Source: an optimization exercise on an open RTL-to-GDS flow (aim: small area and a short achievable clock period). Production flows keep margins and buffers that such runs may drop.
Only simulation tests tie the RTL to the original design; equivalence was not proved.

### run.sh
#!/bin/bash
# synth_recipe.tcl (not shown) runs the flow's synth.tcl, then flattens the netlist and writes it again
# the make line also repeats each setting of config.mk as NAME=value (left out here)
make -C /OpenROAD-flow-scripts/flow DESIGN_CONFIG=/design/flow/config.mk WORK_HOME=/design/flow/orfs CLKGATE_MAP_FILE= SYNTH_SCRIPT=/design/flow/synth_recipe.tcl finish
### config.mk
export PLATFORM = sky130hd
export DESIGN_NAME = cvu
export DESIGN_NICKNAME = cvu
export VERILOG_FILES = /design/flow/design.v
export SDC_FILE = /design/flow/constraint.sdc
export NUM_CORES = 4
export LEC_CHECK = 0
export CAP_MARGIN = 20
export CORE_MARGIN = 2
export CORE_UTILIZATION = 40
export SLEW_MARGIN = 20
### constraint.sdc
create_clock -name core_clock -period 20.0 [get_ports {clk}]
set_input_delay 4.0000 -clock core_clock [delete_from_list [all_inputs] [get_ports {clk}]]
set_output_delay 4.0000 -clock core_clock [all_outputs]
set_load 0.01 [all_outputs]
### design.v
module cvu (
    input  wire        clk,
    input  wire        rst,           
    input  wire [1:0]  cfg_poly,      
    input  wire        cfg_guard,     
    input  wire [31:0] cfg_xor,       
    input  wire        in_valid,
    input  wire        in_first,      
    input  wire        in_last,       
    input  wire [5:0]  in_words,      
    input  wire [63:0] in_guard,      
    input  wire [2:0]  in_nbytes,     
    input  wire [63:0] in_data,       
    input  wire        sw_we,
    input  wire [1:0]  sw_addr,       
    input  wire [31:0] sw_wdata,
    output reg  [31:0] cvrun,
    output wire [31:0] cvres,
    output reg         lostf,
    output reg         matchf,
    output reg         misf,
    output reg  [15:0] cvlost,
    output wire        busy
);
    localparam DEPTH = 32;
    localparam W     = 70;            
    function [31:0] crc8;
        input [63:0] data;
        input [31:0] p;
        reg   [31:0] v;
        integer i, j;
        begin
            v = 32'd0;
            for (i = 0; i < 8; i = i + 1) begin
                v[7:0] = v[7:0] ^ data[8*i +: 8];
                for (j = 0; j < 8; j = j + 1)
                    v = (v >> 1) ^ (v[0] ? p : 32'd0);
            end
            crc8 = v;
        end
    endfunction
    reg [W-1:0] bank0 [0:DEPTH/2-1];    
    reg [W-1:0] bank1 [0:DEPTH/2-1];    
    reg [5:0]  wp, rp;                
    reg        in_acc;                
    reg [1:0]  in_poly;               
    wire [5:0] occ  = wp - rp;
    wire [6:0] need = {1'b0, in_words} + (cfg_guard ? 7'd1 : 7'd0);
    wire [6:0] room = DEPTH - {1'b0, occ};
    wire start  = in_valid && in_first;
    wire admit  = start && (need <= room);
    wire lose   = start && !admit;
    wire take   = in_valid && !in_first && in_acc;
    wire gword  = admit && cfg_guard;
    wire put    = admit || take;
    wire [1:0]   bpoly  = in_first ? cfg_poly : in_poly;
    wire [W-1:0] w_beat = {bpoly, in_last, in_nbytes, in_data};
    wire [W-1:0] w_grd  = {cfg_poly, 1'b0, 3'd7, in_guard};
    wire [W-1:0] din0   = (gword && !wp[0]) ? w_grd : w_beat;
    wire [W-1:0] din1   = (gword &&  wp[0]) ? w_grd : w_beat;
    wire [3:0] wrow   = wp[4:1];
    wire [3:0] wrow1  = wrow + 4'd1;
    wire       we0    = put && (!wp[0] || gword);
    wire [3:0] row0   = wp[0] ? wrow1 : wrow;
    wire       we1    = put && (wp[0] || gword);
    always @(posedge clk) begin
        if (we0) bank0[row0] <= din0;
        if (we1) bank1[wrow] <= din1;
    end
    reg [31:0] acc;
    reg        mid_item;              
    reg        pend_run, pend_exp;
    reg [31:0] pend_run_d, pend_exp_d;
    wire        apply_run = pend_run && !mid_item;
    wire        apply_exp = pend_exp && !mid_item;
    wire        nonempty  = (occ != 6'd0);
    wire        pop       = nonempty && !apply_run;
    wire [W-1:0] head  = rp[0] ? bank1[rp[4:1]] : bank0[rp[4:1]];
    wire [63:0]  hdata = head[63:0];
    wire [2:0]   hnb   = head[66:64];
    wire         hlast = head[67];
    wire [1:0]   hpoly = head[69:68];
    wire [31:0] vm  = (hpoly == 2'd2) ? {16'd0, acc[15:0]} : acc;
    wire [63:0] mx  = hdata ^ {32'd0, vm};
    wire [63:0] mal = mx << {~hnb, 3'b000};
    reg  [31:0] vsh;
    always @(*) begin
        case (hnb)
            3'd0:    vsh = {8'd0,  vm[31:8]};
            3'd1:    vsh = {16'd0, vm[31:16]};
            3'd2:    vsh = {24'd0, vm[31:24]};
            default: vsh = 32'd0;
        endcase
    end
    wire [31:0] c0 = crc8(mal, 32'h82F63B78);
    wire [31:0] c1 = crc8(mal, 32'hEDB88320);
    wire [31:0] c2 = crc8(mal, 32'h00008408);
    wire [31:0] cs = (hpoly == 2'd0) ? c0 : (hpoly == 2'd1) ? c1 : c2;
    wire [31:0] acc_next = cs ^ vsh;
    wire [31:0] res_full = cvrun ^ cfg_xor;
    assign cvres = (cfg_poly == 2'd2) ? {16'd0, res_full[15:0]} : res_full;
    assign busy  = nonempty || mid_item || pend_run || pend_exp;
    wire clr = sw_we && (sw_addr == 2'd2);
    always @(posedge clk) begin
        if (rst) begin
            wp         <= 6'd0;
            rp         <= 6'd0;
            in_acc     <= 1'b0;
            in_poly    <= 2'd0;
            acc        <= 32'd0;
            cvrun      <= 32'd0;
            mid_item   <= 1'b0;
            pend_run   <= 1'b0;
            pend_exp   <= 1'b0;
            pend_run_d <= 32'd0;
            pend_exp_d <= 32'd0;
            lostf      <= 1'b0;
            matchf     <= 1'b0;
            misf       <= 1'b0;
            cvlost     <= 16'd0;
        end else begin
            if (gword)
                wp <= wp + 6'd2;
            else if (put)
                wp <= wp + 6'd1;
            if (start) begin
                in_acc  <= admit;
                in_poly <= cfg_poly;
            end
            if (apply_run) begin
                acc   <= pend_run_d;
                cvrun <= pend_run_d;
            end else if (pop) begin
                rp  <= rp + 6'd1;
                acc <= acc_next;
                if (hlast) begin
                    cvrun    <= acc_next;
                    mid_item <= 1'b0;
                end else begin
                    mid_item <= 1'b1;
                end
            end
            if (sw_we && sw_addr == 2'd0) begin
                pend_run   <= 1'b1;
                pend_run_d <= sw_wdata;
            end else if (apply_run) begin
                pend_run   <= 1'b0;
            end
            if (sw_we && sw_addr == 2'd1) begin
                pend_exp   <= 1'b1;
                pend_exp_d <= sw_wdata;
            end else if (apply_exp) begin
                pend_exp   <= 1'b0;
            end
            if (lose)
                lostf <= 1'b1;
            else if (clr && sw_wdata[0])
                lostf <= 1'b0;
            if (apply_exp && pend_exp_d == cvres)
                matchf <= 1'b1;
            else if (clr && sw_wdata[1])
                matchf <= 1'b0;
            if (apply_exp && pend_exp_d != cvres)
                misf <= 1'b1;
            else if (clr && sw_wdata[2])
                misf <= 1'b0;
            if (lose)
                cvlost <= cvlost + 16'd1;
        end
    end
endmodule
==> summary.txt <==
## flip-flops by register name (all words and copies together), names as in the netlist, named ones only
| signal | cells |
|---|---|
| bank0 | 1120 |
| bank1 | 1120 |
| acc | 32 |
| cvrun | 32 |
| pend_exp_d | 32 |
| pend_run_d | 32 |
| cvlost | 16 |
| rp | 6 |
| wp | 6 |
| in_poly | 2 |
| in_acc | 1 |
| lostf | 1 |
| matchf | 1 |
| mid_item | 1 |
| misf | 1 |
| pend_exp | 1 |
| pend_run | 1 |
## worst paths after layout
kind	to	slack, ns	cells past startpoint
worst max register to register	cvrun[19]	5.22	33
worst min-delay path	pend_run_d[19]	0.46	2
worst min register to register	pend_run_d[19]	0.46	2
worst max-delay path	cvrun[19]	5.22	33
## synthesized netlist by cell type, types with 15 or more instances
| cell | number | area share |
|---|---|---|
| edfxtp_1 | 2240 | 0.58 |
| xnor2_1 | 811 | 0.062 |
| nand2_1 | 583 | 0.019 |
| mux4_2 | 515 | 0.10 |
| mux2i_1 | 356 | 0.031 |
| xor2_1 | 308 | 0.023 |
| nor2_1 | 263 | 0.0086 |
| a21oi_1 | 261 | 0.011 |
| xnor3_1 | 220 | 0.043 |
| dfxtp_1 | 169 | 0.029 |
| clkbuf_1 | 150 | 0.0049 |
| a22oi_1 | 133 | 0.0087 |
| mux2_2 | 87 | 0.0085 |
| buf_2 | 76 | 0.0033 |
| o21ai_0 | 75 | 0.0033 |
| nand3_1 | 54 | 0.0023 |
| buf_4 | 41 | 0.0027 |
| buf_1 | 37 | 0.0012 |
| a211oi_1 | 34 | 0.0022 |
| xnor2_2 | 32 | 0.0045 |
| nor2b_1 | 27 | 0.0015 |
| buf_6 | 26 | 0.0025 |
| nand2b_1 | 25 | 0.0014 |
| xor3_1 | 25 | 0.0052 |
| ha_1 | 22 | 0.0024 |
| inv_1 | 22 | 0.00072 |
| o22ai_1 | 22 | 0.0012 |
| o211ai_1 | 19 | 0.0012 |
| xnor3_2 | 19 | 0.0039 |
| nand4_1 | 18 | 0.00098 |
| xor2_2 | 18 | 0.0025 |
| o21ai_1 | 16 | 0.00070 |
| nor3_1 | 15 | 0.00065 |
## worst max-delay path, delay by kind of cell, from the launching register on
kind	cells	cell delay [ns]
xor+xnor	20	8.69
buf+inv	3	1.97
simple gates	5	1.62
flops	1	0.80
compound gates	3	0.80
mux	2	0.62
## routing by layer
metal	up-vias	global-route usage	routed length, um
li1	27290	-	-
met1	34240	0.3284	147900
met2	2701	0.3864	168300
met3	443	0.03366	24420
met4	6	0.07406	11260
met5	-	0	45
## area by class of cell
type / count / area (um^2)
Inverter: 23 / 86.33
Sequential cell: 2409 / 70670
Clock buffer: 331 / 7004
Clock inverter: 135 / 1197
Multi-Input combinational cell: 4157 / 42800
Antenna cell: 5 / 12.51
Timing Repair Buffer: 462 / 4390
Fill cell: 24450 / 154800
Tap cell: 3762 / 4707
## stage by stage
step / instances
after floorplan: 6937
after global placement: 10810
after detailed placement: 10810
after CTS: 11280
after global routing: 11280
final: 11280
## cell families (layout without fill, tap and decap cells)
logic type	Yosys count	after routing	share of synthesized area
xor gates and xnor gates	1460	1460	0.1506
and+or+nand+nor	1072	1072	0.03992
muxes	962	962	0.1407
DFF	2409	2409	0.6137
AOI/OAI and AO/OA	640	640	0.03454
other	0	5	0
adders and majority gates	23	23	0.002565
buffers and inverters	371	951	0.01789
==> results by group <==
Run status
  • Outcome: no timing/DRC/antenna violations

Job
  • Total of max-cap violations: 0

Critical path
  • Crit path kind: reg2reg
  • Crit path top cell by count: xnor3_1
  • Worst Path Arrival: between 15 and 20 ns
  • Worst Setup End Kind: flip-flop
  • CP required: just over 20 ns
  • Startpoint Class: flip-flop
  • Slowest CP cell: buf_4
  • Max incr delay on CP: 0.84 ns
  • CP max FO: 52

Timing
  • Final hold violation count: 0
  • Setup WS post-layout: approximately 5.2 ns
  • Final period util: 0.7389
  • Setup violators final: 0
  • Hold_ws: 0.4591 ns
  • Final Skew: ~0.064 ns
  • Relative slew slack: 0.2242
  • RSZ-0062 raised after global routing: no
  • Fmax: 0.06767 GHz
  • Setup TNS: 0 ns
  • Slew @ Worst Pin: 1.164 ns
  • Final min period: 14.78 ns
  • Fin. max-slew vios: 0

Clocking
  • Post-CTS Setup Inserts: 0
  • Clk Latency, worst-skew pair: 0.89 ns
  • Clock slew at the register clock pins of the worst setup and hold paths: 0.06 ns
  • CTS hold repair buffers: 0
  • TritonCTS Buffers: 263
  • Root Driver: clkbuf_16
  • Post-CTS Resized: 0
  • CTS tree: built
  • Max clock buf depth: 4
  • H-tree Lvls: 5
  • CTS sink count: 2409

Logic synthesis
  • Asr flop ratio synth: 0
  • Syn_nets: 7172
  • Syn Area/Cell: around 17 um^2
  • Sequential area share after synthesis: 0.6137
  • Synthesized area: 0.1151 mm^2
  • Predominant post-synthesis flop cell: edfxtp_1
  • #FFs+latches synth: approximately 2400
  • Post-Syn Instances: 6937
  • Netlist cell types: 91
  • Post-synth EDFFs: 2240
  • YS warnings: 1

Finish
  • Final Util: 0.4580
  • Most frequent cells in the layout: 2240 x edfxtp_1, 810 x xnor2_1, 581 x nand2_1
  • Share of layout cells above drive strength 1: 0.1749
  • Fin nets: 7551
  • Commonest non-fill, non-tap cell in the layout: edfxtp_1
  • Area Growth Syn to Fin: 13.68%
  • Cell area after layout: 0.1309 mm^2

Die
  • Die height: 540.5 um
  • # IOs: 296
  • Initial Util: 0.4029
  • Core area: between 0.2 and 0.3 mm^2
  • Row cnt: 196
  • Die span in x: 540.5 um
  • Die area: about 0.29 mm^2

Detailed routing
  • Initial DRC count: 6923
  • Routed Antenna Nets: 0
  • Drt drc: 0
  • Post-DR wirelength/cell: 31.18 um
  • Vias per std cell: about 5.7
  • Wirelength, routed: 351900 um
  • Via count: between 60000 and 70000
  • Drt first pass iters: 6

Placement
  • Post-detail-place hpwl: 219200 um
  • Post-Place Cell Area: 0.1226 mm^2
  • Gp weighted congestion: 0.9445
  • PortBufs: 295
  • Placement Setup Slack: 5.339 ns

Hold path
  • HP Start: pend_run_d[19]
  • HP Class: reg2reg

Global route
  • Congestion Overflow GR: 0
  • Largest net degree at the start of global routing: approximately 110
  • Wire length of the first global-routing pass: approximately 500000 um
  • Initial antenna violation count: 14
  • Vias in the first global route: 64230
  • GRT Resource Usage Total: 0.2370

## separate check: timing with driven ports
How much do the figures lean on ideal ports? The routed layout below was timed once more, with nothing changed but the port constraints.
Step 1: set_driving_cell puts a clkbuf_16 on clk and a buf_2 on each other input, an assumption about the parent block.
Step 2 moves the port delays by t, midway between the first and last clock arrival at a register: inputs arrive t later, outputs are due t later. That takes back most of the time a late clock gives input paths.
Three values: ideal, step 1, step 2; two values: the first two.
t (ns): 0.963
setup WS [ns]: 5.222 / 5.222 / 5.222
hold WS [ns]: 0.459 / 0.459 / 0.459
worst slew at a driven data input, ns: 0.16
After both steps setup and hold are still met in this run. The setup slack of this run moves by 0.000 ns with the drivers and by 0.000 ns with both steps.
